This is an optimization exercise on Yosys and OpenROAD, whose aim is small area and a short achievable clock period, not a production implementation. The RTL was checked by simulation tests, not by an equivalence proof against the original design.

$ cat design/flow/constraint.sdc
create_clock -name core_clock -period 28.0 [get_ports {clk}]
set_input_delay 5.6000 -clock core_clock [delete_from_list [all_inputs] [get_ports {clk}]]
set_output_delay 5.6000 -clock core_clock [all_outputs]
set_load 0.01 [all_outputs]
$ cat design/flow/design.v
module mxe_fp8_group (
    input  wire        clk,
    input  wire        rst,           
    input  wire        in_valid,
    input  wire [31:0] in_acc,        
    input  wire [15:0] in_a,          
    input  wire [15:0] in_b,          
    input  wire        in_fmt_a,      
    input  wire        in_fmt_b,
    input  wire [7:0]  in_scale_a,    
    input  wire [7:0]  in_scale_b,
    output reg         out_valid,
    output reg  [31:0] out_acc
);
    reg        v_r;
    reg [31:0] acc_r;
    reg [15:0] a_r, b_r;
    reg        fa_r, fb_r;
    reg [7:0]  sa_r, sb_r;
    always @(posedge clk) begin
        if (rst) v_r <= 1'b0;
        else     v_r <= in_valid;
        acc_r <= in_acc;
        a_r   <= in_a;
        b_r   <= in_b;
        fa_r  <= in_fmt_a;
        fb_r  <= in_fmt_b;
        sa_r  <= in_scale_a;
        sb_r  <= in_scale_b;
    end
    wire [3:0]        ea_sig0, ea_sig1, eb_sig0, eb_sig1;
    wire signed [6:0] ea_exp0, ea_exp1, eb_exp0, eb_exp1;
    wire              ea_nan0, ea_nan1, eb_nan0, eb_nan1;
    wire              ea_inf0, ea_inf1, eb_inf0, eb_inf1;
    fp8_decode dec_a0 (.x(a_r[7:0]),  .e5m2(fa_r), .sig(ea_sig0), .ex(ea_exp0), .nan(ea_nan0), .inf(ea_inf0));
    fp8_decode dec_a1 (.x(a_r[15:8]), .e5m2(fa_r), .sig(ea_sig1), .ex(ea_exp1), .nan(ea_nan1), .inf(ea_inf1));
    fp8_decode dec_b0 (.x(b_r[7:0]),  .e5m2(fb_r), .sig(eb_sig0), .ex(eb_exp0), .nan(eb_nan0), .inf(eb_inf0));
    fp8_decode dec_b1 (.x(b_r[15:8]), .e5m2(fb_r), .sig(eb_sig1), .ex(eb_exp1), .nan(eb_nan1), .inf(eb_inf1));
    wire scale_nan = (sa_r == 8'hFF) || (sb_r == 8'hFF);
    wire signed [10:0] scale_exp = $signed({3'b000, sa_r}) + $signed({3'b000, sb_r}) - 11'sd254;
    wire [7:0] p0_sig = ea_sig0 * eb_sig0;
    wire [7:0] p1_sig = ea_sig1 * eb_sig1;
    wire signed [10:0] p0_exp = ea_exp0 + eb_exp0 + scale_exp;
    wire signed [10:0] p1_exp = ea_exp1 + eb_exp1 + scale_exp;
    wire p0_neg = a_r[7] ^ b_r[7];
    wire p1_neg = a_r[15] ^ b_r[15];
    wire p0_zero = (p0_sig == 8'd0);
    wire p1_zero = (p1_sig == 8'd0);
    wire p0_nan = ea_nan0 | eb_nan0 | scale_nan |
                  (ea_inf0 & (eb_sig0 == 4'd0)) | (eb_inf0 & (ea_sig0 == 4'd0));
    wire p1_nan = ea_nan1 | eb_nan1 | scale_nan |
                  (ea_inf1 & (eb_sig1 == 4'd0)) | (eb_inf1 & (ea_sig1 == 4'd0));
    wire p0_inf = (ea_inf0 | eb_inf0) & ~p0_nan;
    wire p1_inf = (ea_inf1 | eb_inf1) & ~p1_nan;
    wire       c_neg = acc_r[31];
    wire [7:0] c_be  = acc_r[30:23];
    wire [22:0] c_fr = acc_r[22:0];
    wire       c_nan = (c_be == 8'hFF) && (c_fr != 23'd0);
    wire       c_inf = (c_be == 8'hFF) && (c_fr == 23'd0);
    wire [23:0] c_sig = {c_be != 8'd0, c_fr};
    wire signed [10:0] c_exp = $signed({3'b000, (c_be == 8'd0) ? 8'd1 : c_be}) - 11'sd150;
    wire       c_zero = (c_sig == 24'd0);
    wire [4:0] c_lz;
    wire [2:0] p0_lz, p1_lz;
    lzc24 lz_c (.x(c_sig), .n(c_lz));
    lzc8  lz_0 (.x(p0_sig), .n(p0_lz));
    lzc8  lz_1 (.x(p1_sig), .n(p1_lz));
    wire [47:0] c_y  = {c_sig << c_lz, 24'd0};
    wire [47:0] p0_y = {p0_sig << p0_lz, 40'd0};
    wire [47:0] p1_y = {p1_sig << p1_lz, 40'd0};
    wire signed [11:0] c_top  = c_exp + 12'sd23 - $signed({7'd0, c_lz});
    wire signed [11:0] p0_top = p0_exp + 12'sd7 - $signed({9'd0, p0_lz});
    wire signed [11:0] p1_top = p1_exp + 12'sd7 - $signed({9'd0, p1_lz});
    wire signed [11:0] big_c0 = (c_zero) ? p0_top :
                                (p0_zero || c_top >= p0_top) ? c_top : p0_top;
    wire               any_c0 = ~c_zero | ~p0_zero;
    wire signed [11:0] big_e  = (!any_c0) ? p1_top :
                                (p1_zero || big_c0 >= p1_top) ? big_c0 : p1_top;
    wire               any_nz = any_c0 | ~p1_zero;
    wire [47:0] c_w  = window(c_y,  c_zero,  big_e - c_top);
    wire [47:0] p0_w = window(p0_y, p0_zero, big_e - p0_top);
    wire [47:0] p1_w = window(p1_y, p1_zero, big_e - p1_top);
    function [47:0] window(input [47:0] y, input zero, input signed [11:0] r);
        begin
            if (zero || r >= 12'sd48)
                window = 48'd0;
            else
                window = y >> r[5:0];
        end
    endfunction
    wire signed [50:0] c_s  = c_neg  ? -$signed({3'b000, c_w})  : $signed({3'b000, c_w});
    wire signed [50:0] p0_s = p0_neg ? -$signed({3'b000, p0_w}) : $signed({3'b000, p0_w});
    wire signed [50:0] p1_s = p1_neg ? -$signed({3'b000, p1_w}) : $signed({3'b000, p1_w});
    wire signed [50:0] sum  = c_s + p0_s + p1_s;
    wire        s_neg = sum[50];
    wire [49:0] mag   = s_neg ? -sum[49:0] : sum[49:0];
    wire [5:0] m_lz;
    lzc50 lz_m (.x(mag), .n(m_lz));
    wire signed [11:0] msb_pos = 12'sd49 - $signed({6'd0, m_lz});
    wire signed [11:0] k_norm = msb_pos - 12'sd23;
    wire signed [11:0] k_sub  = -12'sd102 - big_e;
    wire signed [11:0] k      = (k_norm >= k_sub) ? k_norm : k_sub;
    wire signed [11:0] lsb_e  = big_e - 12'sd47 + k;
    reg [24:0] q;
    reg        guard, sticky;
    reg [49:0] dropped;
    always @(*) begin
        q = 25'd0;
        guard = 1'b0;
        sticky = 1'b0;
        dropped = 50'd0;
        if (k <= 12'sd0) begin
            q = {1'b0, mag[23:0] << (-k)};
        end else if (k > 12'sd50) begin
            sticky = (mag != 50'd0);
        end else begin
            q = mag >> k;
            guard = mag[k - 1];
            dropped = mag << (12'sd51 - k);
            sticky = (dropped != 50'd0);
        end
    end
    wire        rnd_up = guard & (sticky | q[0]);
    wire [24:0] qr     = q + {24'd0, rnd_up};
    wire        carry  = qr[24];
    wire [23:0] qn     = carry ? qr[24:1] : qr[23:0];
    wire signed [11:0] lsb_n = carry ? lsb_e + 12'sd1 : lsb_e;
    wire signed [11:0] bexp  = lsb_n + 12'sd150;
    wire        ovf    = qn[23] && (bexp >= 12'sd255);
    wire any_nan = c_nan | p0_nan | p1_nan;
    wire pinf = (c_inf & ~c_neg) | (p0_inf & ~p0_neg) | (p1_inf & ~p1_neg);
    wire ninf = (c_inf &  c_neg) | (p0_inf &  p0_neg) | (p1_inf &  p1_neg);
    wire all_neg_zero = c_neg & p0_neg & p1_neg;
    reg [31:0] result;
    always @(*) begin
        if (any_nan || (pinf && ninf))
            result = 32'h7FC0_0000;
        else if (pinf)
            result = 32'h7F80_0000;
        else if (ninf)
            result = 32'hFF80_0000;
        else if (!any_nz)
            result = {all_neg_zero, 31'd0};
        else if (mag == 50'd0)
            result = 32'h0000_0000;
        else if (ovf)
            result = {s_neg, 8'hFF, 23'd0};
        else
            result = {s_neg, qn[23] ? bexp[7:0] : 8'd0, qn[22:0]};
    end
    always @(posedge clk) begin
        if (rst) out_valid <= 1'b0;
        else     out_valid <= v_r;
        out_acc <= result;
    end
endmodule
module fp8_decode (
    input  wire [7:0]        x,
    input  wire              e5m2,
    output wire [3:0]        sig,
    output wire signed [6:0] ex,
    output wire              nan,
    output wire              inf
);
    wire [3:0] e4 = x[6:3];
    wire [4:0] e5 = x[6:2];
    wire [3:0] sig4 = {e4 != 4'd0, x[2:0]};
    wire [3:0] sig5 = {e5 != 5'd0, x[1:0], 1'b0};
    wire signed [6:0] exp4 = $signed({3'b000, (e4 == 4'd0) ? 4'd1 : e4}) - 7'sd10;
    wire signed [6:0] exp5 = $signed({2'b00,  (e5 == 5'd0) ? 5'd1 : e5}) - 7'sd18;
    assign sig = e5m2 ? sig5 : sig4;
    assign ex = e5m2 ? exp5 : exp4;
    assign nan = e5m2 ? (e5 == 5'h1F && x[1:0] != 2'd0) : (x[6:0] == 7'h7F);
    assign inf = e5m2 & (e5 == 5'h1F) & (x[1:0] == 2'd0);
endmodule
module lzc8 (input wire [7:0] x, output reg [2:0] n);
    integer i;
    always @(*) begin
        n = 3'd0;
        for (i = 0; i < 8; i = i + 1)
            if (x[i]) n = 3'd7 - i[2:0];
    end
endmodule
module lzc24 (input wire [23:0] x, output reg [4:0] n);
    integer i;
    always @(*) begin
        n = 5'd0;
        for (i = 0; i < 24; i = i + 1)
            if (x[i]) n = 5'd23 - i[4:0];
    end
endmodule
module lzc50 (input wire [49:0] x, output reg [5:0] n);
    integer i;
    always @(*) begin
        n = 6'd0;
        for (i = 0; i < 50; i = i + 1)
            if (x[i]) n = 6'd49 - i[5:0];
    end
endmodule
$ cat design/flow/run.sh
#!/bin/bash
# synth_recipe.tcl (not shown) runs the flow's synth.tcl, then flattens the netlist and writes it again
# the make line also repeats each setting of config.mk as NAME=value (left out here)
make -C /OpenROAD-flow-scripts/flow DESIGN_CONFIG=/design/flow/config.mk WORK_HOME=/design/flow/orfs CLKGATE_MAP_FILE= SYNTH_SCRIPT=/design/flow/synth_recipe.tcl finish
$ cat design/flow/config.mk
export PLATFORM = sky130hd
export DESIGN_NAME = mxe_fp8_group
export DESIGN_NICKNAME = mxe_fp8_group
export VERILOG_FILES = /design/flow/design.v
export SDC_FILE = /design/flow/constraint.sdc
export NUM_CORES = 4
export LEC_CHECK = 0
export CAP_MARGIN = 20
export CORE_MARGIN = 2
export CORE_UTILIZATION = 40
export SLEW_MARGIN = 20
==> summary.txt <==
## synthesized netlist by cell type, drive strengths merged, types with 30 or more instances
cell type | n | share of area, %
inv | 310 | 2.8
and3 | 56 | 0.85
o21a | 69 | 1.3
nor4 | 83 | 1.4
nand2 | 658 | 6.0
a21o | 79 | 1.4
nand3 | 222 | 2.7
a211oi | 111 | 2.2
a2111oi | 39 | 1.0
o21bai | 30 | 0.56
o22ai | 57 | 0.87
a221oi | 36 | 0.77
a22oi | 64 | 1.2
and2 | 86 | 1.3
nor3 | 219 | 2.8
nand4 | 65 | 0.99
a31oi | 109 | 1.8
mux2i | 129 | 3.1
a21oi | 447 | 5.6
mux2 | 35 | 0.96
xor2 | 126 | 2.7
nand2b | 58 | 0.88
o2111ai | 31 | 0.69
nor2b | 47 | 0.72
a21boi | 33 | 0.60
dfxtp | 116 | 5.7
xnor2 | 219 | 4.8
ha | 269 | 8.2
a32oi | 36 | 0.81
buf | 131 | 1.7
nor2 | 632 | 5.9
o21ai | 387 | 4.7
o211ai | 129 | 2.4
or2 | 48 | 0.73
or3 | 55 | 0.85
o31ai | 62 | 1.1
fa | 92 | 4.5
clkbuf | 195 | 1.8
## flip-flops by register name, indices dropped and copies added (netlist names)
name and flops:
acc_r 32, out_acc 32, a_r 16, b_r 16, sa_r 8, sb_r 8
fa_r 1, fb_r 1, out_valid 1, v_r 1
## area by class of cell
type / count / area (µm²)
Fill cell: 10220 / 48260
Multi-Input combinational cell: 5290 / 38470
Timing Repair Buffer: 1137 / 9220
Sequential cell: 116 / 2326
Tap cell: 1368 / 1712
Inverter: 315 / 1194
Clock buffer: 17 / 425.4
Clock inverter: 14 / 140.1
## timing repair
item / CTS / global route
hold buffers: 0 / 0
hold endpoints to repair: 0 / 0
resized for setup: 24 / 448
pin swaps: 5 / 167
setup endpoints to repair: 31 / 31
buffers inserted: 5 / 112
gates cloned: 0 / 5
## metal layers
layer	vias to the layer above	global-route usage [%]
met2	2833	54.17
met4	0	10.49
met1	25260	49.14
li1	24350	-
met3	414	5.239
met5	-	0
## cells in the final DEF, fill, tap and decap left out, types with 31 or more instances in the layout
cell	synthesis	final
nand2b_1	58	54
a32oi_1	35	31
and2_1	79	77
nand3_1	221	210
buf_6	6	35
clkdlybuf4s50_1	0	117
o21ai_0	330	276
a21o_1	79	78
buf_4	21	959
o21ai_1	56	85
inv_1	298	285
a21oi_2	9	41
nor2b_1	47	41
o211ai_1	124	124
xnor2_1	215	192
ha_1	269	242
nand4_1	65	65
fa_1	92	84
nor4_1	77	73
mux2i_1	129	111
o31ai_1	62	55
o22ai_1	57	54
o21a_1	68	64
or2_2	42	37
or3_1	54	50
a31oi_1	105	97
a211oi_1	95	80
xor2_1	125	111
dfxtp_1	116	113
nand2_1	657	638
nor2_1	623	595
and3_1	56	53
a21oi_1	437	398
a22oi_1	60	54
nor3_1	209	193
## cell families (layout without fill, tap and decap cells)
| group | Yosys count | count (layout) | synth area share (%) |
|---|---|---|---|
| AO/OA/AOI/OAI | 2054 | 2055 | 34.99 |
| XOR/XNOR | 346 | 348 | 7.535 |
| adder cells (fa/ha/maj) | 361 | 361 | 12.68 |
| buffers and inverters | 644 | 1483 | 6.465 |
| flip-flops | 116 | 116 | 5.655 |
| multiplexers | 181 | 181 | 5.036 |
| AND/OR/NAND/NOR | 2345 | 2345 | 27.64 |
## worst paths after layout
path	end	slack, ns
max	out_acc[27]$_SDFF_PP1_	0.96
min	out_valid$_SDFF_PP0_	0.45
max reg2reg	out_acc[27]$_SDFF_PP1_	0.96
min reg2reg	out_valid$_SDFF_PP0_	0.45
## worst reg2reg max path, delay by kind of cell (launching register included)
kind	cells	cell delay, ns
compound gates	52	9.53
simple gates	39	6.00
fa+ha+maj	17	5.90
buf+inv	20	2.85
xor+xnor	8	1.65
mux	3	0.68
flops	1	0.32
## metrics by stage
stage / area [µm²] / hold WS, ns / utilization (%) / setup TNS [ns]
final: 53480 / 0.4520 / 52.57 / 0
after global routing: 53480 / 0.4585 / 52.57 / -6.208
after CTS: 50650 / 0.4518 / 49.78 / 0
after detailed placement: 49940 / 0.4409 / 49.09 / -15.30
after global placement: 49940 / 0.4207 / 49.08 / -3.629
after floorplan: 41660 / 0.4138 / - / 0
==> impl_metrics.json <==
{
  "r2r-start": "b_r[6]$_DFF_P_",
  "grt_max_degree": 52,
  "placed_cells": 8102,
  "firstDrtPassIters": 9,
  "vias": 52860,
  "async_flop_share_pct": 0,
  "clk_pin_slew_worst_paths_ns": 0.06,
  "wirelength_mm": 196.1,
  "holdCritPathClass": "reg2reg",
  "worstSetupPathType": "reg2reg",
  "grt_usage_pct": 34.78,
  "overflow": 0,
  "io_pins": 118,
  "root_buffer": "clkbuf_16",
  "grt_pass1_wl_mm": 292.6,
  "critPathMaxStageDelay_ns": 0.55,
  "relSlewSlack_pct": 15.75,
  "synth_edf_count": 0,
  "whs_path_depth": 1,
  "timing_hold_violations_final": 0,
  "die_height_um": 324.4,
  "wl_met3_mm": 18.66,
  "syn_inst": 6047,
  "htree_levels": 4,
  "crit_top_cell": "buf_4",
  "synth_cell_types": 138,
  "syn_area_um2": 41070,
  "dp_hpwl_mm": 160.6,
  "final_nets": 7323,
  "rsz0062_at_grt": "true",
  "startpoint": "b_r[6]$_DFF_P_",
  "wl_met2_mm": 84.76,
  "worst_slack_ns": 0.9605,
  "syn-num-nets": 6493,
  "start_kind": "register",
  "highest_layer": "met4",
  "cts_num_sinks": 116,
  "initial_core_util_pct": 40.36,
  "synth_ff_type": "dfxtp_1",
  "numPortBuffers": 117,
  "drt_first_iter_violations": 6800,
  "place_congestion": 1.029,
  "num_antenna_cells": 0,
  "fin_crit_sh_pct": 96.57,
  "skew_ns": 0.01640,
  "fmax_mhz": 36.98,
  "clockBufferDepth": 2,
  "drv_slew": 0,
  "hp-start": "v_r$_SDFF_PP0_",
  "postSynthAreaPerCell_um2": 6.791,
  "drc_errors": 0,
  "cp_slowest_cell": "or4_4",
  "crit_required_ns": 28.34,
  "ys_seq_elements": 116,
  "setup_viol": 0,
  "via_per_inst": 6.402,
  "fp.dieArea_um2": 105200,
  "cts_tree": "yes",
  "numCtsBuffers": 17,
  "antenna_left": 0,
  "met1Wirelength_mm": 85.59,
  "clock_latency_ns": 0.45,
  "core_area_um2": 101700,
  "post-route-min-period_ns": 27.04,
  "antenna_found_initial": 1,
  "synth_seq_area_share_pct": 5.655,
  "grt_pass1_vias": 48540,
  "r2r_cells": 139,
  "wl_per_cell_um": 23.75,
  "path_buf_inv": 20,
  "cp.depth": 139,
  "end_kind": "register",
  "syn_to_final_growth_pct": 30.24,
  "critical_path_arrival_ns": 27.38,
  "instances_no_fill": 8257,
  "run_status": "no timing/DRC/antenna violations",
  "drv_cap": 0,
  "critPathTopFamily": "compound AO/OA/AOI/OAI gates",
  "yosys_warnings": 4,
  "worst-slew-pin-transition_ns": 1.255,
  "critPathMaxFanout": 21,
  "row_count": 117,
  "die_w_um": 324.4,
  "drive_above_1_share_pct": 24.14,
  "post-place-ws_ns": -0.5820
}

-- separate check: timing with driven ports --
Ports are ideal in the flow. The routed layout listed here was re-timed in OpenROAD. Step 1 assumes that a clkbuf_16 drives the clock port and a buf_2 every other input. Step 2 times the ports against the registers' clock, not the clock port: input delays grow and output delays shrink by t, the midpoint of the rising clock arrivals with the driver on. Three values: no drivers, after step 1, after step 2; two values: the first two.
shift t [ns]: 0.509
setup slack, ns: 0.961 / 0.961 / 0.961
cell pins on the clock port's net: 1
After both steps this run still meets setup and hold. The setup slack of this run moves by 0.000 ns with the drivers and by 0.000 ns with both steps.
